Context: an optimization exercise on an open-source flow, tuned for small area and a short achievable clock period. The choices shown serve that exercise and are no tape-out recipe. Only simulation tests tie the RTL to the original design; equivalence was not proved.

File: design/flow/flow/run.sh
#!/bin/bash
set -euo pipefail
bash standard.sh $(cat flow/args.txt) finish > standard.log 2>&1
File: design/flow/flow/args.txt
SETUP_SLACK_MARGIN=11 TNS_END_PERCENT=0
File: design/flow/standard.sh
#!/bin/bash
# synth_recipe.tcl (not shown) runs the flow's synth.tcl, then flattens the netlist and writes it again
# the make line also repeats each setting of config.mk as NAME=value (left out here)
make -C /OpenROAD-flow-scripts/flow DESIGN_CONFIG=/design/flow/config.mk WORK_HOME=/design/flow/orfs CLKGATE_MAP_FILE= SYNTH_SCRIPT=/design/flow/synth_recipe.tcl "${@:-finish}"
File: design/flow/config.mk
export PLATFORM = sky130hd
export DESIGN_NAME = lk_acc_cell
export DESIGN_NICKNAME = lk_acc_cell
export VERILOG_FILES = /design/flow/design.v
export SDC_FILE = /design/flow/constraint.sdc
export NUM_CORES = 4
export LEC_CHECK = 0
export ABC_AREA = 1
export CAP_MARGIN = 20
export CORE_MARGIN = 2
export CORE_UTILIZATION = 40
export SLEW_MARGIN = 20
File: design/flow/constraint.sdc
create_clock -name core_clock -period 22.0 [get_ports {clk}]
set_input_delay 4.4000 -clock core_clock [delete_from_list [all_inputs] [get_ports {clk}]]
set_output_delay 4.4000 -clock core_clock [all_outputs]
set_load 0.01 [all_outputs]
File: design/flow/design.v
module lk_acc_cell (
    input  wire        clk,
    input  wire        rst,       
    input  wire [1:0]  op,        
    input  wire        fmt_a,     
    input  wire        fmt_b,
    input  wire [15:0] a,
    input  wire [15:0] b,
    output wire [39:0] acc,
    output reg  [31:0] f32
);
    wire        s1_first_d, s1_load_d, p_top_d, p_s_d;
    wire [1:0]  p_cls0_d, p_cls1_d, p_ovr_d;
    wire [9:0]  p_e0_d, p_e1_d;
    wire [21:0] p_m_d;
    lk_mul u_s1 (.op(op), .fmt_a(fmt_a), .fmt_b(fmt_b), .a(a), .b(b),
                 .first(s1_first_d), .load(s1_load_d), .cls0(p_cls0_d), .cls1(p_cls1_d),
                 .ovr(p_ovr_d), .top(p_top_d), .sign(p_s_d), .e0(p_e0_d), .e1(p_e1_d), .m(p_m_d));
    reg        s1_first, s1_keep, s1_load;    
    reg [1:0]  p_cls0, p_cls1;
    reg        p_s;
    reg [1:0]  p_ovr;
    reg        p_top;
    reg [9:0]  p_e0, p_e1;
    reg [21:0] p_m;
    always @(posedge clk) begin
        if (rst) begin
            s1_first <= 1'b0;
            s1_keep  <= 1'b1;
            s1_load  <= 1'b0;
            p_cls0   <= 2'd1;
            p_cls1   <= 2'd1;
            p_s      <= 1'b1;
        end else begin
            s1_first <= s1_first_d;
            s1_keep  <= ~s1_first_d;
            s1_load  <= s1_load_d;
            p_cls0   <= p_cls0_d;
            p_cls1   <= p_cls1_d;
            p_s      <= p_s_d;
        end
    end
    always @(posedge clk) begin
        p_ovr <= p_ovr_d;
        p_top <= p_top_d;
        p_e0  <= p_e0_d;
        p_e1  <= p_e1_d;
        p_m   <= p_m_d;
    end
    wire [1:0]  p_cls;
    wire [31:0] p_w;
    lk_sel u_sel (.cls0(p_cls0), .cls1(p_cls1), .ovr(p_ovr), .top(p_top), .sign(p_s),
                  .e0(p_e0), .e1(p_e1), .m(p_m), .cls(p_cls), .w(p_w));
    reg  [39:0] acc_q;
    wire [39:0] acc_d;
    assign acc = acc_q;
    lk_add u_s2 (.first(s1_first), .keep(s1_keep), .load(s1_load), .cls(p_cls), .w(p_w),
                 .x(acc_q), .y(acc_d));
    always @(posedge clk) begin
        if (rst)
            acc_q <= 40'd0;
        else
            acc_q <= acc_d;
    end
    wire        c_up  = acc_q[7] & ((acc_q[6:0] != 7'd0) | acc_q[8]);
    wire [31:0] c_cy;
    wire [30:0] c_mag;
    assign c_cy[0] = c_up;
    genvar gc;
    generate for (gc = 0; gc < 31; gc = gc + 1) begin : drn
        assign c_mag[gc]  = acc_q[8 + gc] ^ c_cy[gc];
        assign c_cy[gc+1] = acc_q[8 + gc] & c_cy[gc];
    end endgenerate
    always @(posedge clk) begin
        if (rst)
            f32 <= 32'd0;
        else
            f32 <= {acc_q[39], c_mag};
    end
endmodule
module lk_mul (
    input  wire [1:0]  op,
    input  wire        fmt_a,
    input  wire        fmt_b,
    input  wire [15:0] a,
    input  wire [15:0] b,
    output wire        first,
    output wire        load,
    output reg  [1:0]  cls0,     
    output reg  [1:0]  cls1,     
    output wire [1:0]  ovr,      
    output wire        top,
    output wire        sign,
    output wire [9:0]  e0,       
    output wire [9:0]  e1,
    output wire [21:0] m         
);
    wire        a_ez   = fmt_a ? (a[14:10] == 5'd0)  : (a[14:7] == 8'd0);
    wire        a_emax = fmt_a ? (a[14:10] == 5'h1F) : (a[14:7] == 8'hFF);
    wire        a_fz   = fmt_a ? (a[9:0] == 10'd0)   : (a[6:0] == 7'd0);
    wire [9:0]  a_fr   = fmt_a ? a[9:0] : {a[6:0], 3'b000};
    wire [10:0] a_sig  = {~a_ez, a_fr};
    wire [7:0]  a_ex   = fmt_a ? ({3'd0, a[14:10]} + 8'd112 + {7'd0, a_ez})
                               : (a[14:7] | {7'd0, a_ez});
    wire        b_ez   = fmt_b ? (b[14:10] == 5'd0)  : (b[14:7] == 8'd0);
    wire        b_emax = fmt_b ? (b[14:10] == 5'h1F) : (b[14:7] == 8'hFF);
    wire        b_fz   = fmt_b ? (b[9:0] == 10'd0)   : (b[6:0] == 7'd0);
    wire [9:0]  b_fr   = fmt_b ? b[9:0] : {b[6:0], 3'b000};
    wire [10:0] b_sig  = {~b_ez, b_fr};
    wire [7:0]  b_ex   = fmt_b ? ({3'd0, b[14:10]} + 8'd112 + {7'd0, b_ez})
                               : (b[14:7] | {7'd0, b_ez});
    wire a_nan  = a_emax & ~a_fz;
    wire a_inf  = a_emax & a_fz;
    wire a_zero = a_ez & a_fz;
    wire b_nan  = b_emax & ~b_fz;
    wire b_inf  = b_emax & b_fz;
    wire b_zero = b_ez & b_fz;
    reg [3:0] a_lz, b_lz;
    integer i;
    always @(*) begin
        a_lz = 4'd0;
        b_lz = 4'd0;
        for (i = 0; i < 10; i = i + 1) begin
            if (a_fr[i]) a_lz = 4'd10 - i[3:0];
            if (b_fr[i]) b_lz = 4'd10 - i[3:0];
        end
        if (!a_ez) a_lz = 4'd0;
        if (!b_ez) b_lz = 4'd0;
    end
    wire a_p2 = a_ez ? ((a_fr & (a_fr - 10'd1)) == 10'd0) : a_fz;
    wire b_p2 = b_ez ? ((b_fr & (b_fr - 10'd1)) == 10'd0) : b_fz;
    wire [21:0] m_r0, m_r1;
    mul11_tree u_mul (.a(a_sig), .b(b_sig), .r0(m_r0), .r1(m_r1));
    wire [21:0] m_prod;
    wire        m_co;
    add_pfx #(.N(22), .L(5), .KIND(1)) u_madd (.a(m_r0), .b(m_r1), .ci(1'b0), .s(m_prod), .co(m_co));
    wire [4:0]  m_l   = {1'b0, a_lz} + {1'b0, b_lz};
    wire [21:0] m_sh  = m_prod << m_l;
    wire [21:0] m_thr = 22'h3F_FFFF << (5'd21 - m_l);
    wire        m_top = |(m_prod & m_thr);
    wire [9:0]  m_s   = {2'd0, a_ex} + {2'd0, b_ex} + 10'd32 - {5'd0, m_l};   
    wire [9:0]  m_e0  = m_s - 10'd159;
    wire [9:0]  m_e1  = m_s - 10'd158;
    wire        p2    = a_p2 & b_p2;
    wire        spec_nan  = a_nan | b_nan | (a_inf & b_zero) | (b_inf & a_zero);
    wire        spec_inf  = a_inf | b_inf;
    wire        spec_zero = a_zero | b_zero;
    wire        ovf0 = (m_s >= 10'd414), ovf1 = (m_s >= 10'd413);
    wire        unf0 = (m_s < 10'd129),  unf1 = (m_s < 10'd128);
    wire        up0  = (m_s == 10'd128) & ~p2, up1 = (m_s == 10'd127) & ~p2;
    always @(*) begin
        if (op == 2'd0) begin
            cls0 = 2'd1;
            cls1 = 2'd1;
        end else if (op == 2'd3) begin
            cls0 = (a[14:7] == 8'hFF && {a[6:0], b} != 23'd0) ? 2'd3 : 2'd0;
            cls1 = cls0;
        end else if (spec_nan) begin
            cls0 = 2'd3;
            cls1 = 2'd3;
        end else if (spec_inf) begin
            cls0 = 2'd2;
            cls1 = 2'd2;
        end else if (spec_zero) begin
            cls0 = 2'd1;
            cls1 = 2'd1;
        end else begin
            cls0 = ovf0 ? 2'd2 : (unf0 & ~up0) ? 2'd1 : 2'd0;
            cls1 = ovf1 ? 2'd2 : (unf1 & ~up1) ? 2'd1 : 2'd0;
        end
    end
    assign first = (op == 2'd2);
    assign load  = (op == 2'd3);
    assign top   = load | m_top;
    assign sign  = load ? b[0] : (op == 2'd0) ? 1'b1 : (a[15] ^ b[15]);
    assign ovr   = load ? 2'b00 : {up1, up0};
    assign e0    = up0 ? -10'sd30 : m_e0;
    assign e1    = load ? a[15:6] : up1 ? -10'sd30 : m_e1;
    assign m     = load ? {1'b0, a[5:0], b[15:1]} : m_sh;
endmodule
module lk_sel (
    input  wire [1:0]  cls0,
    input  wire [1:0]  cls1,
    input  wire [1:0]  ovr,
    input  wire        top,
    input  wire        sign,
    input  wire [9:0]  e0,
    input  wire [9:0]  e1,
    input  wire [21:0] m,
    output wire [1:0]  cls,
    output wire [31:0] w
);
    assign cls = top ? cls1 : cls0;
    assign w   = top ? {e1, m[20:0] & {21{~ovr[1]}}, sign}
                     : {e0, m[19:0] & {20{~ovr[0]}}, 1'b0, sign};
endmodule
module lk_add (
    input  wire        first,
    input  wire        keep,         
    input  wire        load,
    input  wire [1:0]  cls,
    input  wire [31:0] w,
    input  wire [39:0] x,
    output reg  [39:0] y
);
    localparam [39:0] ACC_NAN = {1'b0, 8'hFF, 1'b1, 30'd0};
    wire        p_s    = w[0];
    wire [9:0]  p_exp  = w[31:22];
    wire [31:0] p_sig  = {1'b1, w[21:1], 10'd0};
    wire        p_nan  = (cls == 2'd3);
    wire        p_inf  = (cls == 2'd2);
    wire        p_zero = (cls == 2'd1);
    wire [39:0] x_raw  = {x[39:31] & {9{~first}}, x[30:0] & {31{keep}}};
    wire        x_s    = x_raw[39];
    wire        x_ez   = (x_raw[38:31] == 8'd0);
    wire        x_emax = (x_raw[38:31] == 8'hFF);
    wire        x_fz   = (x_raw[30:0] == 31'd0);
    wire        x_nan  = x_emax & ~x_fz;
    wire        x_inf  = x_emax & x_fz;
    wire        x_zero = x_ez & x_fz;
    wire [7:0]  x_exp  = {x_raw[38:32], x_raw[31] | x_ez};
    wire [31:0] x_sig  = {~x_ez, x_raw[30:0]};
    wire [10:0] d_xp = {3'd0, x_exp} - {p_exp[9], p_exp};
    wire [10:0] d_px = {p_exp[9], p_exp} - {3'd0, x_exp};
    wire        e_eq = ({2'd0, x_exp} == p_exp);
    wire [21:0] cmp_s;
    wire        x_ge;
    add_pfx #(.N(22), .L(5), .KIND(1)) u_cmp (.a(x_sig[31:10]), .b(~p_sig[31:10]), .ci(1'b1), .s(cmp_s), .co(x_ge));
    wire        p_gt_e = d_xp[10];
    wire        x_big  = ~p_gt_e & (~e_eq | x_ge);
    wire [10:0] ad     = p_gt_e ? d_px : d_xp;
    wire        sat    = (ad[10:6] != 5'd0) || (ad[5:0] > 6'd35);
    wire [5:0]  sh     = ad[5:0];
    wire [7:0]  big_exp = p_gt_e ? p_exp[7:0] : x_exp;
    wire [31:0] big_sig = x_big ? x_sig : p_sig;
    wire [31:0] sml_sig = x_big ? p_sig : x_sig;
    wire        big_s   = x_big ? x_s : p_s;
    wire        eff_sub = x_s ^ p_s;
    wire [34:0] sml_sh = {sml_sig, 3'b000} >> sh;
    wire [34:0] sml_al = sat ? 35'd0 : sml_sh;
    reg         sml_st;
    integer k;
    always @(*) begin
        sml_st = 1'b0;
        for (k = 0; k < 32; k = k + 1)
            if (sat || sh >= k + 4) sml_st = sml_st | sml_sig[k];
    end
    wire [35:0] op_a = {1'b0, big_sig, 3'b000};
    wire [35:0] op_b = {1'b0, sml_al[34:1], sml_al[0] | sml_st} ^ {36{eff_sub}};
    wire [35:0] s_sum;
    wire        s_co;
    add_pfx #(.N(36), .L(6), .KIND(1)) u_add (.a(op_a), .b(op_b), .ci(eff_sub), .s(s_sum), .co(s_co));
    wire        s_neg = eff_sub & s_sum[35];
    wire        r_s   = big_s ^ s_neg;
    wire        s_z   = (s_sum == 36'd0);
    wire [35:0] lim = (big_exp <= 8'd35) ? (36'h8_0000_0000 >> big_exp) : 36'd0;
    wire [5:0]  nlz;
    lzc36 u_lzc (.x(s_sum | lim), .n(nlz));
    wire [5:0]  nsh   = {nlz[5:1], nlz[0] | s_neg};
    wire [35:0] n_5   = nsh[5] ? {s_sum[3:0], 32'd0} : s_sum;
    wire [35:0] n_4   = nsh[4] ? {n_5[19:0], 16'd0}  : n_5;
    wire [35:0] n_3   = nsh[3] ? {n_4[27:0], 8'd0}   : n_4;
    wire [35:0] n_2   = nsh[2] ? {n_3[31:0], 4'd0}   : n_3;
    wire [35:0] n_1   = nsh[1] ? {n_2[33:0], 2'd0}   : n_2;
    wire [35:0] n_mag = nsh[0] ? {n_1[34:0], 1'd0}   : n_1;
    wire [8:0]  be_p1 = {1'b0, big_exp} + 9'd1;
    wire [8:0]  be_p2 = {1'b0, big_exp} + 9'd2;
    wire [8:0]  n_exp, n_exp1;
    wire        n_exp_co, n_exp1_co;
    add_pfx #(.N(9), .L(4), .KIND(1)) u_nexp  (.a(be_p1), .b(~{3'd0, nsh}), .ci(1'b1), .s(n_exp),  .co(n_exp_co));
    add_pfx #(.N(9), .L(4), .KIND(1)) u_nexp1 (.a(be_p2), .b(~{3'd0, nsh}), .ci(1'b1), .s(n_exp1), .co(n_exp1_co));
    wire [4:0]  n_lo  = n_mag[4:0] ^ {5{s_neg}};
    wire        up_p  = n_lo[3] & ((n_lo[2:0] != 3'd0) | n_lo[4]);
    wire        c4_n  = (n_lo[3:0] == 4'hF);
    wire        t3_n  = n_lo[3] ^ (n_lo[2:0] == 3'h7);
    wire        up_n  = c4_n | (t3_n & ((n_lo[2:0] != 3'h7) | n_lo[4]));
    wire        n_up  = s_neg ? up_n : up_p;
    wire [31:0] r_in  = n_mag[35:4] ^ {32{s_neg}};
    wire [31:0] r_sig;
    wire        r_co;
    inc_pfx #(.N(32), .L(6)) u_rnd (.a(r_in), .ci(n_up), .s(r_sig), .co(r_co));
    wire [8:0]  r_exp = r_co ? n_exp1 : n_exp;
    wire        r_top = r_co | r_sig[31];
    wire        nsh0  = (nsh == 6'd0);
    wire        nsh1  = (nsh == 6'd1);
    wire        be254 = (big_exp == 8'd254);
    wire        be253 = (big_exp == 8'd253);
    wire        r_ovf = (be254 & nsh0) | (r_co & ((be254 & nsh1) | (be253 & nsh0)));
    reg [39:0] sum40;
    always @(*) begin
        if (s_z)
            sum40 = 40'd0;                                   
        else if (r_ovf)
            sum40 = {r_s, 8'hFF, 31'd0};                     
        else
            sum40 = {r_s, (r_top ? r_exp[7:0] : 8'd0), r_sig[30:0]};
    end
    always @(*) begin
        if (load)
            y = p_nan ? ACC_NAN : {w, 8'd0};
        else if (x_nan | p_nan | (x_inf & p_inf & (x_s != p_s)))
            y = ACC_NAN;
        else if (x_inf)
            y = x_raw;
        else if (p_inf)
            y = {p_s, 8'hFF, 31'd0};
        else if (p_zero)
            y = x_zero ? {x_s & p_s, 39'd0} : x_raw;
        else
            y = sum40;
    end
endmodule
module add_pfx #(parameter N = 36, parameter L = 6, parameter KIND = 0) (    
    input  wire [N-1:0] a,
    input  wire [N-1:0] b,
    input  wire         ci,
    output wire [N-1:0] s,
    output wire         co
);
    wire [N:0] g [0:2*L];
    wire [N:0] p [0:2*L];
    assign g[0] = {a & b, ci};
    assign p[0] = {a ^ b, 1'b0};
    genvar l, i;
    generate
        if (KIND == 1) begin : sk
            for (l = 0; l < L; l = l + 1) begin : lv
                for (i = 0; i <= N; i = i + 1) begin : b
                    if ((i >> l) & 1) begin : op
                        assign g[l+1][i] = g[l][i] | (p[l][i] & g[l][((i >> l) << l) - 1]);
                        assign p[l+1][i] = p[l][i] & p[l][((i >> l) << l) - 1];
                    end else begin : pass
                        assign g[l+1][i] = g[l][i];
                        assign p[l+1][i] = p[l][i];
                    end
                end
            end
            for (l = L; l < 2*L; l = l + 1) begin : cp
                assign g[l+1] = g[l];
                assign p[l+1] = p[l];
            end
        end else begin : bk
            for (l = 0; l < L; l = l + 1) begin : up
                for (i = 0; i <= N; i = i + 1) begin : b
                    if (((i + 1) % (2 << l)) == 0) begin : op
                        assign g[l+1][i] = g[l][i] | (p[l][i] & g[l][i-(1<<l)]);
                        assign p[l+1][i] = p[l][i] & p[l][i-(1<<l)];
                    end else begin : pass
                        assign g[l+1][i] = g[l][i];
                        assign p[l+1][i] = p[l][i];
                    end
                end
            end
            for (l = 0; l < L; l = l + 1) begin : dn
                localparam integer m = L - 1 - l;
                for (i = 0; i <= N; i = i + 1) begin : b
                    if (m > 0 && ((i + 1) % (2 << (m-1))) == (1 << (m-1)) && i >= (2 << (m-1))) begin : op
                        assign g[L+l+1][i] = g[L+l][i] | (p[L+l][i] & g[L+l][i-(1<<(m-1))]);
                        assign p[L+l+1][i] = p[L+l][i] & p[L+l][i-(1<<(m-1))];
                    end else begin : pass
                        assign g[L+l+1][i] = g[L+l][i];
                        assign p[L+l+1][i] = p[L+l][i];
                    end
                end
            end
        end
    endgenerate
    assign s  = p[0][N:1] ^ g[2*L][N-1:0];
    assign co = g[2*L][N];
endmodule
module inc_pfx #(parameter N = 32, parameter L = 6) (    
    input  wire [N-1:0] a,
    input  wire         ci,
    output wire [N-1:0] s,
    output wire         co
);
    wire [N:0] t [0:L];
    assign t[0] = {a, ci};
    genvar l, i;
    generate
        for (l = 0; l < L; l = l + 1) begin : lv
            for (i = 0; i <= N; i = i + 1) begin : b
                if ((i >> l) & 1) begin : op
                    assign t[l+1][i] = t[l][i] & t[l][((i >> l) << l) - 1];
                end else begin : pass
                    assign t[l+1][i] = t[l][i];
                end
            end
        end
    endgenerate
    assign s  = a ^ t[L][N-1:0];
    assign co = t[L][N];
endmodule
module lzc36 (
    input  wire [35:0] x,
    output wire [5:0]  n
);
    wire [63:0] w = {x, 1'b1, 27'd0};
    wire [31:0] v1; wire [31:0] z1;
    genvar i;
    generate for (i = 0; i < 32; i = i + 1) begin : l1
        assign v1[i] = w[2*i+1] | w[2*i];
        assign z1[i] = ~w[2*i+1];
    end endgenerate
    wire [15:0] v2; wire [31:0] z2;
    generate for (i = 0; i < 16; i = i + 1) begin : l2
        assign v2[i] = v1[2*i+1] | v1[2*i];
        assign z2[2*i+1] = ~v1[2*i+1];
        assign z2[2*i]   = v1[2*i+1] ? z1[2*i+1] : z1[2*i];
    end endgenerate
    wire [7:0] v3; wire [23:0] z3;
    generate for (i = 0; i < 8; i = i + 1) begin : l3
        assign v3[i] = v2[2*i+1] | v2[2*i];
        assign z3[3*i+2] = ~v2[2*i+1];
        assign z3[3*i+1:3*i] = v2[2*i+1] ? z2[4*i+3:4*i+2] : z2[4*i+1:4*i];
    end endgenerate
    wire [3:0] v4; wire [15:0] z4;
    generate for (i = 0; i < 4; i = i + 1) begin : l4
        assign v4[i] = v3[2*i+1] | v3[2*i];
        assign z4[4*i+3] = ~v3[2*i+1];
        assign z4[4*i+2:4*i] = v3[2*i+1] ? z3[6*i+5:6*i+3] : z3[6*i+2:6*i];
    end endgenerate
    wire [1:0] v5; wire [9:0] z5;
    generate for (i = 0; i < 2; i = i + 1) begin : l5
        assign v5[i] = v4[2*i+1] | v4[2*i];
        assign z5[5*i+4] = ~v4[2*i+1];
        assign z5[5*i+3:5*i] = v4[2*i+1] ? z4[8*i+7:8*i+4] : z4[8*i+3:8*i];
    end endgenerate
    assign n = {~v5[1], v5[1] ? z5[9:5] : z5[4:0]};
endmodule
module mul11_tree (input wire [10:0] a, input wire [10:0] b, output wire [21:0] r0, output wire [21:0] r1);
    wire [120:0] ppn;
    genvar gi, gj;
    generate for (gi = 0; gi < 11; gi = gi + 1) begin : ppr
        for (gj = 0; gj < 11; gj = gj + 1) begin : ppc
            assign ppn[gi*11+gj] = ~(a[gi] & b[gj]);
        end end endgenerate
    wire sn1;
    wire cn2;
    assign sn1 = ~(ppn[9] ^ ppn[19]);
    assign cn2 = ppn[9] | ppn[19];
    wire sn3;
    wire cn4;
    assign sn3 = ppn[10] ^ ppn[20] ^ ppn[30];
    assign cn4 = (ppn[10] & ppn[20]) | (ppn[10] & ppn[30]) | (ppn[20] & ppn[30]);
    wire sn5;
    wire cn6;
    assign sn5 = ~(ppn[40] ^ ppn[50]);
    assign cn6 = ppn[40] | ppn[50];
    wire sn7;
    wire cn8;
    assign sn7 = ppn[21] ^ ppn[31] ^ ppn[41];
    assign cn8 = (ppn[21] & ppn[31]) | (ppn[21] & ppn[41]) | (ppn[31] & ppn[41]);
    wire sn9;
    wire cn10;
    assign sn9 = ~(ppn[51] ^ ppn[61]);
    assign cn10 = ppn[51] | ppn[61];
    wire sn11;
    wire cn12;
    assign sn11 = ppn[32] ^ ppn[42] ^ ppn[52];
    assign cn12 = (ppn[32] & ppn[42]) | (ppn[32] & ppn[52]) | (ppn[42] & ppn[52]);
    wire sn13;
    wire cn14;
    assign sn13 = ~(ppn[6] ^ ppn[16]);
    assign cn14 = ppn[6] | ppn[16];
    wire sn15;
    wire cn16;
    assign sn15 = ppn[7] ^ ppn[17] ^ ppn[27];
    assign cn16 = (ppn[7] & ppn[17]) | (ppn[7] & ppn[27]) | (ppn[17] & ppn[27]);
    wire sn17;
    wire cn18;
    assign sn17 = ~(ppn[37] ^ ppn[47]);
    assign cn18 = ppn[37] | ppn[47];
    wire sn19;
    wire cn20;
    assign sn19 = ppn[8] ^ ppn[18] ^ ppn[28];
    assign cn20 = (ppn[8] & ppn[18]) | (ppn[8] & ppn[28]) | (ppn[18] & ppn[28]);
    wire sn21;
    wire cn22;
    assign sn21 = ppn[38] ^ ppn[48] ^ ppn[58];
    assign cn22 = (ppn[38] & ppn[48]) | (ppn[38] & ppn[58]) | (ppn[48] & ppn[58]);
    wire sn23;
    wire cn24;
    assign sn23 = ~(ppn[68] ^ ppn[78]);
    assign cn24 = ppn[68] | ppn[78];
    wire sn25;
    wire cn26;
    assign sn25 = sn1 ^ ppn[29] ^ ppn[39];
    assign cn26 = (sn1 & ppn[29]) | (sn1 & ppn[39]) | (ppn[29] & ppn[39]);
    wire sn27;
    wire cn28;
    assign sn27 = ppn[49] ^ ppn[59] ^ ppn[69];
    assign cn28 = (ppn[49] & ppn[59]) | (ppn[49] & ppn[69]) | (ppn[59] & ppn[69]);
    wire sn29;
    wire cn30;
    assign sn29 = ppn[79] ^ ppn[89] ^ ppn[99];
    assign cn30 = (ppn[79] & ppn[89]) | (ppn[79] & ppn[99]) | (ppn[89] & ppn[99]);
    wire sn31;
    wire cn32;
    assign sn31 = cn2 ^ sn3 ^ sn5;
    assign cn32 = (cn2 & sn3) | (cn2 & sn5) | (sn3 & sn5);
    wire sn33;
    wire cn34;
    assign sn33 = ppn[60] ^ ppn[70] ^ ppn[80];
    assign cn34 = (ppn[60] & ppn[70]) | (ppn[60] & ppn[80]) | (ppn[70] & ppn[80]);
    wire sn35;
    wire cn36;
    assign sn35 = ppn[90] ^ ppn[100] ^ ppn[110];
    assign cn36 = (ppn[90] & ppn[100]) | (ppn[90] & ppn[110]) | (ppn[100] & ppn[110]);
    wire sn37;
    wire cn38;
    assign sn37 = cn4 ^ cn6 ^ sn7;
    assign cn38 = (cn4 & cn6) | (cn4 & sn7) | (cn6 & sn7);
    wire sn39;
    wire cn40;
    assign sn39 = sn9 ^ ppn[71] ^ ppn[81];
    assign cn40 = (sn9 & ppn[71]) | (sn9 & ppn[81]) | (ppn[71] & ppn[81]);
    wire sn41;
    wire cn42;
    assign sn41 = ppn[91] ^ ppn[101] ^ ppn[111];
    assign cn42 = (ppn[91] & ppn[101]) | (ppn[91] & ppn[111]) | (ppn[101] & ppn[111]);
    wire sn43;
    wire cn44;
    assign sn43 = cn8 ^ cn10 ^ sn11;
    assign cn44 = (cn8 & cn10) | (cn8 & sn11) | (cn10 & sn11);
    wire sn45;
    wire cn46;
    assign sn45 = ppn[62] ^ ppn[72] ^ ppn[82];
    assign cn46 = (ppn[62] & ppn[72]) | (ppn[62] & ppn[82]) | (ppn[72] & ppn[82]);
    wire sn47;
    wire cn48;
    assign sn47 = ppn[92] ^ ppn[102] ^ ppn[112];
    assign cn48 = (ppn[92] & ppn[102]) | (ppn[92] & ppn[112]) | (ppn[102] & ppn[112]);
    wire sn49;
    wire cn50;
    assign sn49 = cn12 ^ ppn[43] ^ ppn[53];
    assign cn50 = (cn12 & ppn[43]) | (cn12 & ppn[53]) | (ppn[43] & ppn[53]);
    wire sn51;
    wire cn52;
    assign sn51 = ppn[63] ^ ppn[73] ^ ppn[83];
    assign cn52 = (ppn[63] & ppn[73]) | (ppn[63] & ppn[83]) | (ppn[73] & ppn[83]);
    wire sn53;
    wire cn54;
    assign sn53 = ppn[93] ^ ppn[103] ^ ppn[113];
    assign cn54 = (ppn[93] & ppn[103]) | (ppn[93] & ppn[113]) | (ppn[103] & ppn[113]);
    wire sn55;
    wire cn56;
    assign sn55 = ppn[54] ^ ppn[64] ^ ppn[74];
    assign cn56 = (ppn[54] & ppn[64]) | (ppn[54] & ppn[74]) | (ppn[64] & ppn[74]);
    wire sn57;
    wire cn58;
    assign sn57 = ppn[84] ^ ppn[94] ^ ppn[104];
    assign cn58 = (ppn[84] & ppn[94]) | (ppn[84] & ppn[104]) | (ppn[94] & ppn[104]);
    wire sn59;
    wire cn60;
    assign sn59 = ppn[65] ^ ppn[75] ^ ppn[85];
    assign cn60 = (ppn[65] & ppn[75]) | (ppn[65] & ppn[85]) | (ppn[75] & ppn[85]);
    wire sn61;
    wire cn62;
    assign sn61 = ~(ppn[4] ^ ppn[14]);
    assign cn62 = ppn[4] | ppn[14];
    wire sn63;
    wire cn64;
    assign sn63 = ppn[5] ^ ppn[15] ^ ppn[25];
    assign cn64 = (ppn[5] & ppn[15]) | (ppn[5] & ppn[25]) | (ppn[15] & ppn[25]);
    wire sn65;
    wire cn66;
    assign sn65 = ~(ppn[35] ^ ppn[45]);
    assign cn66 = ppn[35] | ppn[45];
    wire sn67;
    wire cn68;
    assign sn67 = sn13 ^ ppn[26] ^ ppn[36];
    assign cn68 = (sn13 & ppn[26]) | (sn13 & ppn[36]) | (ppn[26] & ppn[36]);
    wire sn69;
    wire cn70;
    assign sn69 = ppn[46] ^ ppn[56] ^ ppn[66];
    assign cn70 = (ppn[46] & ppn[56]) | (ppn[46] & ppn[66]) | (ppn[56] & ppn[66]);
    wire sn71;
    wire cn72;
    assign sn71 = cn14 ^ sn15 ^ sn17;
    assign cn72 = (cn14 & sn15) | (cn14 & sn17) | (sn15 & sn17);
    wire sn73;
    wire cn74;
    assign sn73 = ppn[57] ^ ppn[67] ^ ppn[77];
    assign cn74 = (ppn[57] & ppn[67]) | (ppn[57] & ppn[77]) | (ppn[67] & ppn[77]);
    wire sn75;
    wire cn76;
    assign sn75 = cn16 ^ cn18 ^ sn19;
    assign cn76 = (cn16 & cn18) | (cn16 & sn19) | (cn18 & sn19);
    wire sn77;
    wire cn78;
    assign sn77 = sn21 ^ sn23 ^ ppn[88];
    assign cn78 = (sn21 & sn23) | (sn21 & ppn[88]) | (sn23 & ppn[88]);
    wire sn79;
    wire cn80;
    assign sn79 = cn20 ^ cn22 ^ cn24;
    assign cn80 = (cn20 & cn22) | (cn20 & cn24) | (cn22 & cn24);
    wire sn81;
    wire cn82;
    assign sn81 = sn25 ^ sn27 ^ sn29;
    assign cn82 = (sn25 & sn27) | (sn25 & sn29) | (sn27 & sn29);
    wire sn83;
    wire cn84;
    assign sn83 = cn26 ^ cn28 ^ cn30;
    assign cn84 = (cn26 & cn28) | (cn26 & cn30) | (cn28 & cn30);
    wire sn85;
    wire cn86;
    assign sn85 = sn31 ^ sn33 ^ sn35;
    assign cn86 = (sn31 & sn33) | (sn31 & sn35) | (sn33 & sn35);
    wire sn87;
    wire cn88;
    assign sn87 = cn32 ^ cn34 ^ cn36;
    assign cn88 = (cn32 & cn34) | (cn32 & cn36) | (cn34 & cn36);
    wire sn89;
    wire cn90;
    assign sn89 = sn37 ^ sn39 ^ sn41;
    assign cn90 = (sn37 & sn39) | (sn37 & sn41) | (sn39 & sn41);
    wire sn91;
    wire cn92;
    assign sn91 = cn38 ^ cn40 ^ cn42;
    assign cn92 = (cn38 & cn40) | (cn38 & cn42) | (cn40 & cn42);
    wire sn93;
    wire cn94;
    assign sn93 = sn43 ^ sn45 ^ sn47;
    assign cn94 = (sn43 & sn45) | (sn43 & sn47) | (sn45 & sn47);
    wire sn95;
    wire cn96;
    assign sn95 = cn44 ^ cn46 ^ cn48;
    assign cn96 = (cn44 & cn46) | (cn44 & cn48) | (cn46 & cn48);
    wire sn97;
    wire cn98;
    assign sn97 = sn49 ^ sn51 ^ sn53;
    assign cn98 = (sn49 & sn51) | (sn49 & sn53) | (sn51 & sn53);
    wire sn99;
    wire cn100;
    assign sn99 = cn50 ^ cn52 ^ cn54;
    assign cn100 = (cn50 & cn52) | (cn50 & cn54) | (cn52 & cn54);
    wire sn101;
    wire cn102;
    assign sn101 = sn55 ^ sn57 ^ ppn[114];
    assign cn102 = (sn55 & sn57) | (sn55 & ppn[114]) | (sn57 & ppn[114]);
    wire sn103;
    wire cn104;
    assign sn103 = cn56 ^ cn58 ^ sn59;
    assign cn104 = (cn56 & cn58) | (cn56 & sn59) | (cn58 & sn59);
    wire sn105;
    wire cn106;
    assign sn105 = ppn[95] ^ ppn[105] ^ ppn[115];
    assign cn106 = (ppn[95] & ppn[105]) | (ppn[95] & ppn[115]) | (ppn[105] & ppn[115]);
    wire sn107;
    wire cn108;
    assign sn107 = cn60 ^ ppn[76] ^ ppn[86];
    assign cn108 = (cn60 & ppn[76]) | (cn60 & ppn[86]) | (ppn[76] & ppn[86]);
    wire sn109;
    wire cn110;
    assign sn109 = ppn[96] ^ ppn[106] ^ ppn[116];
    assign cn110 = (ppn[96] & ppn[106]) | (ppn[96] & ppn[116]) | (ppn[106] & ppn[116]);
    wire sn111;
    wire cn112;
    assign sn111 = ppn[87] ^ ppn[97] ^ ppn[107];
    assign cn112 = (ppn[87] & ppn[97]) | (ppn[87] & ppn[107]) | (ppn[97] & ppn[107]);
    wire sn113;
    wire cn114;
    assign sn113 = ~(ppn[3] ^ ppn[13]);
    assign cn114 = ppn[3] | ppn[13];
    wire sn115;
    wire cn116;
    assign sn115 = sn61 ^ ppn[24] ^ ppn[34];
    assign cn116 = (sn61 & ppn[24]) | (sn61 & ppn[34]) | (ppn[24] & ppn[34]);
    wire sn117;
    wire cn118;
    assign sn117 = cn62 ^ sn63 ^ sn65;
    assign cn118 = (cn62 & sn63) | (cn62 & sn65) | (sn63 & sn65);
    wire sn119;
    wire cn120;
    assign sn119 = cn64 ^ cn66 ^ sn67;
    assign cn120 = (cn64 & cn66) | (cn64 & sn67) | (cn66 & sn67);
    wire sn121;
    wire cn122;
    assign sn121 = cn68 ^ cn70 ^ sn71;
    assign cn122 = (cn68 & cn70) | (cn68 & sn71) | (cn70 & sn71);
    wire sn123;
    wire cn124;
    assign sn123 = cn72 ^ cn74 ^ sn75;
    assign cn124 = (cn72 & cn74) | (cn72 & sn75) | (cn74 & sn75);
    wire sn125;
    wire cn126;
    assign sn125 = cn76 ^ cn78 ^ sn79;
    assign cn126 = (cn76 & cn78) | (cn76 & sn79) | (cn78 & sn79);
    wire sn127;
    wire cn128;
    assign sn127 = cn80 ^ cn82 ^ sn83;
    assign cn128 = (cn80 & cn82) | (cn80 & sn83) | (cn82 & sn83);
    wire sn129;
    wire cn130;
    assign sn129 = cn84 ^ cn86 ^ sn87;
    assign cn130 = (cn84 & cn86) | (cn84 & sn87) | (cn86 & sn87);
    wire sn131;
    wire cn132;
    assign sn131 = cn88 ^ cn90 ^ sn91;
    assign cn132 = (cn88 & cn90) | (cn88 & sn91) | (cn90 & sn91);
    wire sn133;
    wire cn134;
    assign sn133 = cn92 ^ cn94 ^ sn95;
    assign cn134 = (cn92 & cn94) | (cn92 & sn95) | (cn94 & sn95);
    wire sn135;
    wire cn136;
    assign sn135 = cn96 ^ cn98 ^ sn99;
    assign cn136 = (cn96 & cn98) | (cn96 & sn99) | (cn98 & sn99);
    wire sn137;
    wire cn138;
    assign sn137 = cn100 ^ cn102 ^ sn103;
    assign cn138 = (cn100 & cn102) | (cn100 & sn103) | (cn102 & sn103);
    wire sn139;
    wire cn140;
    assign sn139 = cn104 ^ cn106 ^ sn107;
    assign cn140 = (cn104 & cn106) | (cn104 & sn107) | (cn106 & sn107);
    wire sn141;
    wire cn142;
    assign sn141 = cn108 ^ cn110 ^ sn111;
    assign cn142 = (cn108 & cn110) | (cn108 & sn111) | (cn110 & sn111);
    wire sn143;
    wire cn144;
    assign sn143 = cn112 ^ ppn[98] ^ ppn[108];
    assign cn144 = (cn112 & ppn[98]) | (cn112 & ppn[108]) | (ppn[98] & ppn[108]);
    wire sn145;
    wire cn146;
    assign sn145 = ~(ppn[2] ^ ppn[12]);
    assign cn146 = ppn[2] | ppn[12];
    wire sn147;
    wire cn148;
    assign sn147 = sn113 ^ ppn[23] ^ ppn[33];
    assign cn148 = (sn113 & ppn[23]) | (sn113 & ppn[33]) | (ppn[23] & ppn[33]);
    wire sn149;
    wire cn150;
    assign sn149 = cn114 ^ sn115 ^ ppn[44];
    assign cn150 = (cn114 & sn115) | (cn114 & ppn[44]) | (sn115 & ppn[44]);
    wire sn151;
    wire cn152;
    assign sn151 = cn116 ^ sn117 ^ ppn[55];
    assign cn152 = (cn116 & sn117) | (cn116 & ppn[55]) | (sn117 & ppn[55]);
    wire sn153;
    wire cn154;
    assign sn153 = cn118 ^ sn119 ^ sn69;
    assign cn154 = (cn118 & sn119) | (cn118 & sn69) | (sn119 & sn69);
    wire sn155;
    wire cn156;
    assign sn155 = cn120 ^ sn121 ^ sn73;
    assign cn156 = (cn120 & sn121) | (cn120 & sn73) | (sn121 & sn73);
    wire sn157;
    wire cn158;
    assign sn157 = cn122 ^ sn123 ^ sn77;
    assign cn158 = (cn122 & sn123) | (cn122 & sn77) | (sn123 & sn77);
    wire sn159;
    wire cn160;
    assign sn159 = cn124 ^ sn125 ^ sn81;
    assign cn160 = (cn124 & sn125) | (cn124 & sn81) | (sn125 & sn81);
    wire sn161;
    wire cn162;
    assign sn161 = cn126 ^ sn127 ^ sn85;
    assign cn162 = (cn126 & sn127) | (cn126 & sn85) | (sn127 & sn85);
    wire sn163;
    wire cn164;
    assign sn163 = cn128 ^ sn129 ^ sn89;
    assign cn164 = (cn128 & sn129) | (cn128 & sn89) | (sn129 & sn89);
    wire sn165;
    wire cn166;
    assign sn165 = cn130 ^ sn131 ^ sn93;
    assign cn166 = (cn130 & sn131) | (cn130 & sn93) | (sn131 & sn93);
    wire sn167;
    wire cn168;
    assign sn167 = cn132 ^ sn133 ^ sn97;
    assign cn168 = (cn132 & sn133) | (cn132 & sn97) | (sn133 & sn97);
    wire sn169;
    wire cn170;
    assign sn169 = cn134 ^ sn135 ^ sn101;
    assign cn170 = (cn134 & sn135) | (cn134 & sn101) | (sn135 & sn101);
    wire sn171;
    wire cn172;
    assign sn171 = cn136 ^ sn137 ^ sn105;
    assign cn172 = (cn136 & sn137) | (cn136 & sn105) | (sn137 & sn105);
    wire sn173;
    wire cn174;
    assign sn173 = cn138 ^ sn139 ^ sn109;
    assign cn174 = (cn138 & sn139) | (cn138 & sn109) | (sn139 & sn109);
    wire sn175;
    wire cn176;
    assign sn175 = cn140 ^ sn141 ^ ppn[117];
    assign cn176 = (cn140 & sn141) | (cn140 & ppn[117]) | (sn141 & ppn[117]);
    wire sn177;
    wire cn178;
    assign sn177 = cn142 ^ sn143 ^ ppn[118];
    assign cn178 = (cn142 & sn143) | (cn142 & ppn[118]) | (sn143 & ppn[118]);
    wire sn179;
    wire cn180;
    assign sn179 = cn144 ^ ppn[109] ^ ppn[119];
    assign cn180 = (cn144 & ppn[109]) | (cn144 & ppn[119]) | (ppn[109] & ppn[119]);
    assign r0 = {1'b0, ~cn180, ~cn178, ~cn176, ~cn174, ~cn172, ~cn170, ~cn168, ~cn166, ~cn164, ~cn162, ~cn160, ~cn158, ~cn156, ~cn154, ~cn152, ~cn150, ~cn148, ~cn146, ~sn145, ~ppn[1], ~ppn[0]};
    assign r1 = {1'b0, ~ppn[120], ~sn179, ~sn177, ~sn175, ~sn173, ~sn171, ~sn169, ~sn167, ~sn165, ~sn163, ~sn161, ~sn159, ~sn157, ~sn155, ~sn153, ~sn151, ~sn149, ~sn147, ~ppn[22], ~ppn[11], 1'b0};
endmodule
==> results of run 1 <==
==> worst paths after layout <==
path / from / end / cells past startpoint
max reg2reg: p_top$_DFF_P_ / acc_q[16]$_SDFF_PP0_ / 68
max: b[8] / p_top$_DFF_P_ / 28
min: acc_q[39]$_SDFF_PP0_ / f32[31]$_SDFF_PP0_ / 2
min reg2reg: acc_q[39]$_SDFF_PP0_ / f32[31]$_SDFF_PP0_ / 2
==> cell families after synthesis <==
group                      share of synthesized area
muxes                                       0.004285
and+or+nand+nor                               0.4046
adders and majority gates                     0.1761
AOI/OAI and AO/OA                             0.1510
buffers and inverters                         0.1250
DFF                                           0.1012
xor gates and xnor gates                     0.03786
==> routing by layer <==
layer,wire (um),up-vias,share of wire,global-route usage
met2,49360,1513,0.45,0.5343
met3,10170,280,0.092,0.05664
met4,5259,0,0.048,0.1206
li1,-,14251,-,-
met1,45200,13865,0.41,0.4282
met5,0,-,0,0
==> cell usage in the layout (no fill, tap or decap), types with 13 or more instances in the layout <==
master           synthesis  final
nand2_1               1017    985
o22ai_4                  0     15
o21ai_1                 22     30
a21oi_1                188    175
o22ai_1                 55     35
clkdlybuf4s50_1          0     99
nor3_1                  44     41
nor2_1                 405    372
clkbuf_16                0     21
buf_6                    8     13
inv_2                   18     33
nor4_1                  24     22
o21ai_0                243    214
nand3_2                  8     23
dfxtp_1                124    121
o211ai_1                18     18
inv_1                  556    527
xnor2_1                 20     20
fa_1                    97     89
nand2_8                  0     13
nand3_1                562    543
nor2_2                  12     26
nand4_1                 84     84
ha_1                   190    176
xor2_1                  86     82
nand2_2                 20     33
or2_2                   23     22
nand2_4                  5     22
buf_12                   0     14
buf_4                   17    202
o21ai_2                  0     17
a31oi_1                 36     29
nor2_4                   9     29
==> cells in the mapped netlist (44+ instances only) <==
master and number:
inv_1 556, xor2_1 86, clkbuf_1 83, ha_1 190, buf_2 50, a21oi_1 188, o21ai_0 243, fa_1 97
nand4_1 84, nor3_1 44, dfxtp_1 124, nand2_1 1017, nor2_1 405, nand3_1 562, o22ai_1 55
==> metrics by stage <==
step / util / hold WS (ps) / worst slack, ps / std cells / area, um^2
finish: 0.5009 / 540.7 / 11250 / 5185 / 30290
global route: 0.5009 / 567.6 / 10840 / 5185 / 30290
CTS: 0.4600 / 543.8 / 10970 / 5021 / 27810
detailed placement: 0.4309 / 523.3 / 7349 / 4935 / 26060
global placement: 0.4309 / 535.3 / 7696 / 4935 / 26060
floorplan: - / 469.2 / 11160 / 4182 / 24520
==> worst reg2reg max path, delay by kind of cell (launching register included) <==
family,cells,cell delay [ps]
simple gates,36,4650
xor+xnor,2,180
flops,1,400
fa+ha+maj,5,1760
buf+inv,12,1430
compound gates,13,2170
==> cell type report <==
type                    count  area, um^2  area share
clock buffers              18       439.2     0.01450
clock inverters            14       146.4    0.004833
inverters                 582        2277     0.07518
multi-input cells        3307       20580      0.6795
flip-flops and latches    124        2491     0.08224
well taps                 782       978.4     0.03230
repair buffers            352        3324      0.1097
repair inverters            6       51.30    0.001694
==> sequential cells by signal, indices dropped and copies added, names as in the netlist <==
signal    flops
acc_q        40
f32          32
p_m          21
p_e0         10
p_e1         10
p_cls0        2
p_cls1        2
p_ovr         2
p_s           1
p_top         1
s1_first      1
s1_keep       1
s1_load       1
==> repair_timing <==
item | 4_1_cts | 5_1_grt
pin swaps | 23 | 119
setup buffers | 42 | 146
gates cloned | 12 | 17
setup endpoints to repair | 50 | 40
gates resized for setup | 161 | 264
==> reports/metrics.yaml, run 1 <==
status:
  outcome: "timing/DRC/antenna clean"
synthesis:
  syn_area_um2: 24520
  synth_edf_count: 0
  syn_inst: 4182
  yosys-top-cells-area: "nand2_1 (16%), nand3_1 (11%), dfxtp_1 (10%)"
  synthArstFlopShare: 0
  syn_avg_cell_area_um2: 5.864
  yosysUniqueCellTypes: 69
  ys_warn_count: 7
  synth_top_area_cell: "nand2_1"
  yosysSeqAreaShare: 0.1012
  synth_ff_type: "dfxtp_1"
  synth_fp_nets: 4507
  synth_top_area_frac: 0.1557
  synth_seq_cells: 124
cts:
  clock_path_buffers: 2
  h-tree-depth: 4
  clkTransAtPathRegs_ps: 70
  cts_sinks: 124
  clkLatencyLatePin_ps: 470
  cts_tree: "yes"
  root_buffer: "clkbuf_16"
  numCtsBuffers: 17
  ctsHoldBuffers: 0
worst_setup_path:
  rrSetupSlack_ps: 11360
  criticalPathCategory: "primary input to flop"
  cp-start-kind: "primary input"
  path_delay_family: "adder cells"
  critPathMaxStageDelay_ps: 580
  cp_slowest_cell: "fa_2"
  crit_buf_inv: 7
  cp_data_arrival_time_ps: 11040
  worstPathRequired_ps: 22290
  path_max_fanout: 4
  cp-end-kind: "flop"
hold_path:
  hold_path_class: "flop to flop"
place:
  dp_hpwl_mm: 82.30
  gp_congestion: 1.013
  port_buffers: 109
final_layout:
  n_antenna_cell: 0
  area_growth_pct: 23.51
  fillers: 6368
  nets: 4715
  drive_above_1_share: 0.1433
sta:
  finalCritPeriodShare: 0.4887
  setup_viol: 0
  fin_setup_tns_ps: 0
  hold_viol: 0
  fin_worst_skew_ps: 17.72
  period_minus_slack_ps: 10750
  drv_slew: 0
  rsz0062_at_grt: "true"
  fmax_mhz: 93.02
  worst_pin_slew_ps: 1049
  slew-limit-headroom: 0.2964
die:
  die_y_um: 251.6
  ios: 110
  fp.dieArea_um2: 63310
  rows: 90
  floorplan.initialDensity: 0.4056
  core_area_um2: 60470
  die_x_um: 251.6
drt:
  drt_first_pass_iters: 6
  ant_nets: 0
  via_per_inst: 5.768
  route.vias.total: 29909
  post-route-drc-count: 0
  wl_mm: 110.0
  drt_iter0_drc: 3107
  wl_per_cell_um: 21.21
global_route:
  grt.overflow.total: 0
  grt_max_degree: 58
  grt_pass1_vias: 27158
  grt_antenna_before_repair: 1
  grt_pass1_wl_mm: 160.1
  track_usage: 0.3261
run:
  cap_violations: 0
==> inputs of run 2 (changes only) <==
==> design/flow/flow/args.txt (replaced) <==
SETUP_SLACK_MARGIN=10 TNS_END_PERCENT=0
==> run 2 against run 1 <==
Effect of this change:
- still clean
- area after synthesis unchanged
- via count down 3.5%
- wire length down 5.0%
- sequential cell count unchanged
- core utilization down 4.2 points
- non-clock buffer count down 151
- synthesized cell count unchanged
- cell area down 8.3%
- first-iteration DRC count down 5.4%
- clock skew up 0.81 ps
- critical path type unchanged
- critical endpoint unchanged
- largest cell class unchanged
==> reports/metrics.yaml, run 2 <==
status:
  outcome: "timing/DRC/antenna clean"
sta:
  slew-limit-headroom: 0.3037  # +0.007301
  finalCritPeriodShare: 0.5246  # +0.03595
  period_minus_slack_ps: 11540  # +790.8 ps
  rsz0062_at_grt: "true"
  hold_viol: 0  # unchanged
  fin_setup_tns_ps: 0  # unchanged
  fin_worst_skew_ps: 18.53  # +0.8073 ps
  drv_slew: 0  # unchanged
  setup_ws_ps: 10460  # -790.8 ps
  worst_pin_slew_ps: 1038  # -10.88 ps
  fmax_mhz: 86.64  # -6.9%
  worst_hold_slack_ps: 543.4  # +2.711 ps
  setup_viol: 0  # unchanged
drt:
  wl_mm: 104.5  # -5.0%
  wl_met2_mm: 46.87  # -5.0%
  via_per_inst: 5.747  # -0.38%
  wirelength_met1_mm: 43.82  # -3.1%
  drt_first_pass_iters: 5  # -1
  ant_nets: 0  # unchanged
  wl_per_cell_um: 20.80  # -1.9%
  post-route-drc-count: 0  # unchanged
  route.vias.total: 28877  # -3.5%
  drt_iter0_drc: 2940  # -5.4%
  top_layer_used: "met4"
  dr_wl_met3_mm: 9.383  # -7.7%
final_layout:
  area_growth_pct: 13.26
  largest_reg_flops: 40  # unchanged
  nets: 4555  # -3.4%
  largest_registers: "acc_q (40), f32 (32), p_m (21)"
  regMostFlops: "acc_q"
  fillers: 6628  # +4.1%
  layout_common_cells: "nand2_1 (1010), nand3_1 (561), inv_1 (551)"
  final_cells: 5025  # -3.1%
  drive_above_1_share: 0.07542  # -0.06789
  final_common_cell: "nand2_1"
  n_antenna_cell: 0  # unchanged
synthesis:
  synth_top_area_cell: "nand2_1"
  synthMostInstantiatedCell: "nand2_1"
  yosysUniqueCellTypes: 69  # unchanged
  yosys.area_share.simple: 0.4046  # unchanged
  synth_edf_count: 0  # unchanged
  syn_inst: 4182  # unchanged
  syn_avg_cell_area_um2: 5.864  # unchanged
  yosysSeqAreaShare: 0.1012  # unchanged
  synth.area.mux_share: 0.004285  # unchanged
  synth_fa_ha_area_frac: 0.1761  # unchanged
  post_synth_most_frequent_cells: "nand2_1 (1017), nand3_1 (562), inv_1 (556)"
  synth-xor-area-share: 0.03786  # unchanged
  synth_ff_type: "dfxtp_1"
  synthArstFlopShare: 0  # unchanged
  yosys-top-cells-area: "nand2_1 (16%), nand3_1 (11%), dfxtp_1 (10%)"
  synth_top_family_by_area: "simple AND/OR/NAND/NOR gates"
  syn_area_um2: 24520  # unchanged
  synth_compound_area_frac: 0.1510  # unchanged
  synth_seq_cells: 124  # unchanged
  synth_top_area_frac: 0.1557  # unchanged
  ys_warn_count: 7  # unchanged
  synth_fp_nets: 4507  # unchanged
worst_setup_path:
  path_max_fanout: 13  # +9
  criticalPathCategory: "primary input to flop"
  crit-reg2reg-launch: "acc_q[33]$_SDFF_PP0_"
  cp-start-kind: "primary input"
  cp-end-kind: "flop"
  startpoint: "b[14]"
  cp_data_arrival_time_ps: 11790  # +750 ps
  worstPathRequired_ps: 22250  # -40 ps
cts:
  clkLatencyLatePin_ps: 470  # about the same
  cts_sinks: 124  # unchanged
  numCtsBuffers: 17  # unchanged
  clock_path_buffers: 2  # unchanged
  h-tree-depth: 4  # unchanged
  cts_tree: "yes"
  ctsHoldBuffers: 0  # unchanged
  root_buffer: "clkbuf_16"
  clkTransAtPathRegs_ps: 70  # about the same
global_route:
  track_usage: 0.3197  # -0.006357
  grt.overflow.total: 0  # unchanged
  grt_pass1_vias: 26807  # -1.3%
  grt_pass1_wl_mm: 157.3  # -1.8%
  grt_max_degree: 58  # unchanged
  grt_antenna_before_repair: 1  # unchanged
place:
  pre_cts_ws_ps: 7349  # unchanged
  gp_congestion: 1.013  # unchanged
  port_buffers: 109  # unchanged
  dp_hpwl_mm: 82.30  # unchanged
  place_inst: 4935  # unchanged
hold_path:
  hold_path_class: "flop to flop"
  hold_path.startpoint: "acc_q[39]$_SDFF_PP0_"
run:
  cap_violations: 0  # unchanged
die:
  floorplan.initialDensity: 0.4056  # unchanged
  core_area_um2: 60470  # unchanged
  fp.dieArea_um2: 63310  # unchanged
  die_y_um: 251.6  # unchanged
  ios: 110  # unchanged
  rows: 90  # unchanged
  die_x_um: 251.6  # unchanged
==> run 2: cell types whose count changed in the layout (fill, tap and decap cells not counted), moves of 13 or more <==
| cell | change |
|---|---|
| nand3_2 | -13 |
| o21ai_0 | +20 |
| nor2_1 | +20 |
| inv_2 | -18 |
| buf_4 | -121 |
| nand3_1 | +18 |
| nand2_1 | +25 |
| inv_1 | +24 |
==> run 2: critical path: stages <==
cell and delay, ps:
clkdlybuf4s50_1 500, inv_1 220, nand4_1 150, a21oi_1 190
buf_4 260, nor2_1 90, fa_1 540, inv_1 60
fa_1 510, inv_1 60, fa_1 440, fa_1 540
fa_1 420, ha_1 280, inv_1 40, a21oi_1 140
inv_1 110, o31ai_2 310, a21o_1 200, fa_1 500
nor2_1 150, o31ai_1 100, a311oi_1 240, o2111ai_1 180
o41ai_2 350, nand3_1 130, a2111oi_1 360, nand3_1 310
==> run 2: what timing repair did <==
item / in CTS / in global routing
buffers inserted: 14 / 31
gates cloned: 8 / 4
endpoints found under the setup margin: 40 / 40
pin swaps: 9 / 17
gates resized for setup: 62 / 82
==> run 2: worst paths after layout <==
kind | endpoint | slack [ps] | cells after the start
worst max-delay path | p_top$_DFF_P_ | 10460 | 28
worst min-delay path | f32[31]$_SDFF_PP0_ | 540 | 2
worst max register to register | acc_q[31]$_SDFF_PP0_ | 10640 | 66
worst min register to register | f32[31]$_SDFF_PP0_ | 540 | 2
==> run 2: per-layer routing <==
metal,up-vias,global-route usage
met3,221,0.05117
li1,13902,-
met2,1416,0.5200
met1,13338,0.4239
met5,-,0
met4,0,0.1226
==> run 2: kinds of logic (layout without fill, tap and decap cells) <==
family          Yosys count  in the layout
compound gates          648            648
mux                      10             10
flops                   124            124
simple gates           2243           2251
buf+inv                 764            817
xor+xnor                106            106
fa+ha+maj               287            287
==> run 2: metrics by stage <==
stage	area, um^2	util
after floorplan	24520	-
after global placement	26060	0.4309
after detailed placement	26060	0.4309
after CTS	27140	0.4488
after global routing	27780	0.4593
final	27780	0.4593
==> run 2: final cells by class <==
type | count | area, um^2 | share of cell area
well taps | 782 | 978.4 | 0.03523
clock inverters | 14 | 146.4 | 0.005270
multi-input cells | 3302 | 19590 | 0.7052
repair buffers | 201 | 1896 | 0.06824
flip-flops and latches | 124 | 2487 | 0.08955
inverters | 582 | 2226 | 0.08014
clock buffers | 18 | 439.2 | 0.01581
repair inverters | 2 | 15.01 | 0.0005405
==> inputs of run 3 (changes only) <==
==> design/flow/flow/args.txt (replaced) <==
SETUP_SLACK_MARGIN=10.5 TNS_END_PERCENT=0
==> run 3 against run 2 <==
Effect of this change:
- sequential cell count unchanged
- final cell count up 1.1%
- cell area up 3.0%
- clock-buffer cell count unchanged
- worst hold slack about the same
- area after synthesis unchanged
- sequential share of layout area down 0.25 points
- worst setup slack better by 390 ps
- critical path type unchanged
- critical endpoint unchanged
- largest cell class unchanged
- highest routed layer unchanged
==> reports/metrics.yaml, run 3 <==
status:
  outcome: "timing/DRC/antenna clean"
sta:
  slew-limit-headroom: 0.2972  # -0.006582
  setup_viol: 0  # unchanged
  hold_viol: 0  # unchanged
  rsz0062_at_grt: "true"
  setup_ws_ps: 10850  # +389.1 ps
  fin_setup_tns_ps: 0  # unchanged
  finalCritPeriodShare: 0.5069  # -0.01769
  worst_hold_slack_ps: 543.4  # -0.003000 ps
  drv_slew: 0  # unchanged
  period_minus_slack_ps: 11150  # -389.1 ps
  worst_pin_slew_ps: 1045  # +6.656 ps
  fmax_mhz: 89.67  # +3.5%
  fin_worst_skew_ps: 18.91  # +0.3800 ps
cts:
  root_buffer: "clkbuf_16"
  cts_tree: "yes"
  numCtsBuffers: 17  # unchanged
  clock_path_buffers: 2  # unchanged
  h-tree-depth: 4  # unchanged
  clkTransAtPathRegs_ps: 70  # about the same
  cts_sinks: 124  # unchanged
  clkLatencyLatePin_ps: 470  # about the same
synthesis:
  synth_seq_cells: 124  # unchanged
  yosysUniqueCellTypes: 69  # unchanged
  synth_top_area_cell: "nand2_1"
  synth_edf_count: 0  # unchanged
  synthMostInstantiatedCell: "nand2_1"
  syn_area_um2: 24520  # unchanged
  syn_avg_cell_area_um2: 5.864  # unchanged
  synthArstFlopShare: 0  # unchanged
  yosys.area_share.simple: 0.4046  # unchanged
  synth_ff_type: "dfxtp_1"
  yosysSeqAreaShare: 0.1012  # unchanged
  synth_fp_nets: 4507  # unchanged
  synth.area.mux_share: 0.004285  # unchanged
  synth-xor-area-share: 0.03786  # unchanged
  yosys-top-cells-area: "nand2_1 (16%), nand3_1 (11%), dfxtp_1 (10%)"
  synth_compound_area_frac: 0.1510  # unchanged
  synth_fa_ha_area_frac: 0.1761  # unchanged
  synth_top_family_by_area: "simple AND/OR/NAND/NOR gates"
  syn_inst: 4182  # unchanged
  post_synth_most_frequent_cells: "nand2_1 (1017), nand3_1 (562), inv_1 (556)"
  ys_warn_count: 7  # unchanged
  synth_top_area_frac: 0.1557  # unchanged
die:
  floorplan.initialDensity: 0.4056  # unchanged
  rows: 90  # unchanged
  ios: 110  # unchanged
  die_x_um: 251.6  # unchanged
  fp.dieArea_um2: 63310  # unchanged
  core_area_um2: 60470  # unchanged
  die_y_um: 251.6  # unchanged
worst_setup_path:
  cp_data_arrival_time_ps: 11440  # -350 ps
  path_max_fanout: 13  # unchanged
  criticalPathCategory: "primary input to flop"
  worstPathRequired_ps: 22290  # +40 ps
  cp-end-kind: "flop"
  cp-start-kind: "primary input"
final_layout:
  nets: 4612  # +1.3%
  regMostFlops: "acc_q"
  largest_reg_flops: 40  # unchanged
  n_antenna_cell: 0  # unchanged
  fillers: 6553  # -1.1%
  drive_above_1_share: 0.09884  # +0.02342
  area_growth_pct: 16.67
  final_common_cell: "nand2_1"
  layout_common_cells: "nand2_1 (1005), nand3_1 (556), inv_1 (547)"
  largest_registers: "acc_q (40), f32 (32), p_m (21)"
  final_cells: 5082  # +1.1%
run:
  cap_violations: 0  # unchanged
place:
  dp_hpwl_mm: 82.30  # unchanged
  pre_cts_ws_ps: 7349  # unchanged
  gp_congestion: 1.013  # unchanged
  port_buffers: 109  # unchanged
  place_inst: 4935  # unchanged
global_route:
  grt_pass1_wl_mm: 157.7  # +0.30%
  grt_max_degree: 58  # unchanged
  track_usage: 0.3205  # +0.0008026
  grt_pass1_vias: 26853  # +0.17%
  grt_antenna_before_repair: 1  # unchanged
  grt.overflow.total: 0  # unchanged
drt:
  wl_per_cell_um: 20.92  # +0.54%
  ant_nets: 0  # unchanged
  drt_first_pass_iters: 7  # +2
  route.vias.total: 29402  # +1.8%
  post-route-drc-count: 0  # unchanged
  wl_mm: 106.3  # +1.7%
  via_per_inst: 5.786  # +0.68%
  drt_iter0_drc: 3023  # +2.8%
hold_path:
  hold_path_class: "flop to flop"
-- run 3: cell counts after synthesis --
Identical to the previous run, type by type.
-- run 3: cell type report --
type / instances / area [um^2] / area share
clock buffers: 18 / 439.2 / 0.01535
clock inverters: 14 / 146.4 / 0.005116
inverters: 582 / 2242 / 0.07836
multi-input cells: 3304 / 19930 / 0.6965
flip-flops and latches: 124 / 2490 / 0.08702
well taps: 782 / 978.4 / 0.03419
repair buffers: 256 / 2374 / 0.08295
repair inverters: 2 / 15.01 / 0.0005247
-- run 3: logic make-up (layout without fill, tap and decap cells) --
family,Yosys count,count (layout)
AO/OA/AOI/OAI,648,648
flip-flops,124,124
AND/OR/NAND/NOR,2243,2253
multiplexers,10,10
XOR/XNOR,106,106
adder cells (fa/ha/maj),287,287
buffers and inverters,764,872
-- run 3: final timing paths --
check,startpoint,endpoint,slack (ps),cells past startpoint
max,b[8],p_top$_DFF_P_,10850,28
max reg2reg,p_top$_DFF_P_,acc_q[16]$_SDFF_PP0_,11030,69
min,acc_q[39]$_SDFF_PP0_,f32[31]$_SDFF_PP0_,540,2
min reg2reg,acc_q[39]$_SDFF_PP0_,f32[31]$_SDFF_PP0_,540,2
-- run 3: through the flow --
step                      instance area, um^2    util
after CTS                               27320  0.4518
after floorplan                         24520       -
after global routing                    28610  0.4732
after detailed placement                26060  0.4309
final                                   28610  0.4732
after global placement                  26060  0.4309
-- run 3: repair_timing --
item,CTS,global route
resized for setup,90,146
endpoints found under the setup margin,40,40
hold buffers,0,0
pin swaps,13,52
gates cloned,8,7
setup buffers,27,72
-- run 3: critical path: stages --
cell             delay [ps]
clkdlybuf4s50_1         450
inv_1                   180
nand3_1                 160
a21oi_2                 210
buf_6                   200
nor2_1                   80
fa_1                    530
inv_1                    60
fa_1                    510
inv_1                    60
fa_1                    440
fa_1                    450
fa_1                    510
ha_1                    310
inv_1                   130
o21ai_0                 120
a21oi_2                 190
o31ai_4                 110
a21o_1                  200
fa_2                    470
nor2_1                  130
o31ai_1                  90
a311oi_1                270
o2111ai_1               180
o41ai_2                 250
nand3_1                 180
a2111oi_4               330
nand3_2                 230
-- run 3: layer usage --
metal,global-route usage,share of wire,up-vias
li1,-,-,14012
met1,0.4252,0.42,13647
met2,0.5236,0.45,1507
met3,0.05035,0.090,236
met4,0.1192,0.040,0
met5,0,0,-

[what the ideal ports hide]
How much do the figures lean on ideal ports? The routed layouts below were timed once more, with nothing changed but the port constraints.
Step 1: set_driving_cell puts a clkbuf_16 on clk and a buf_2 on each other input, an assumption about the parent block.
Step 2 adds t to the input delays and takes it off the output delays; t is the mean of the earliest and latest rising clock arrival at the registers after step 1. Input paths then give back, and output paths get back, about the clock's delay inside the block.
Slacks: no drivers / after step 1 / after step 2; pairs: no drivers / after step 1.
run	t, ns	setup slack, ns	worst setup path after step 2	slew at the worst register clock pin (ns)	worst data-port slew with drivers (ns)
run 1	0.511	11.249 / 11.278 / 10.767	input to register	0.08 / 0.08	0.05
run 2	0.511	10.459 / 10.489 / 9.978	input to register	0.08 / 0.08	0.05
run 3	0.511	10.848 / 10.880 / 10.369	input to register	0.08 / 0.08	0.05
After both steps setup and hold are still met in every run listed. The setup slack of run 1, which loses most, moves by +0.029 ns with the drivers and by -0.482 ns with both steps.
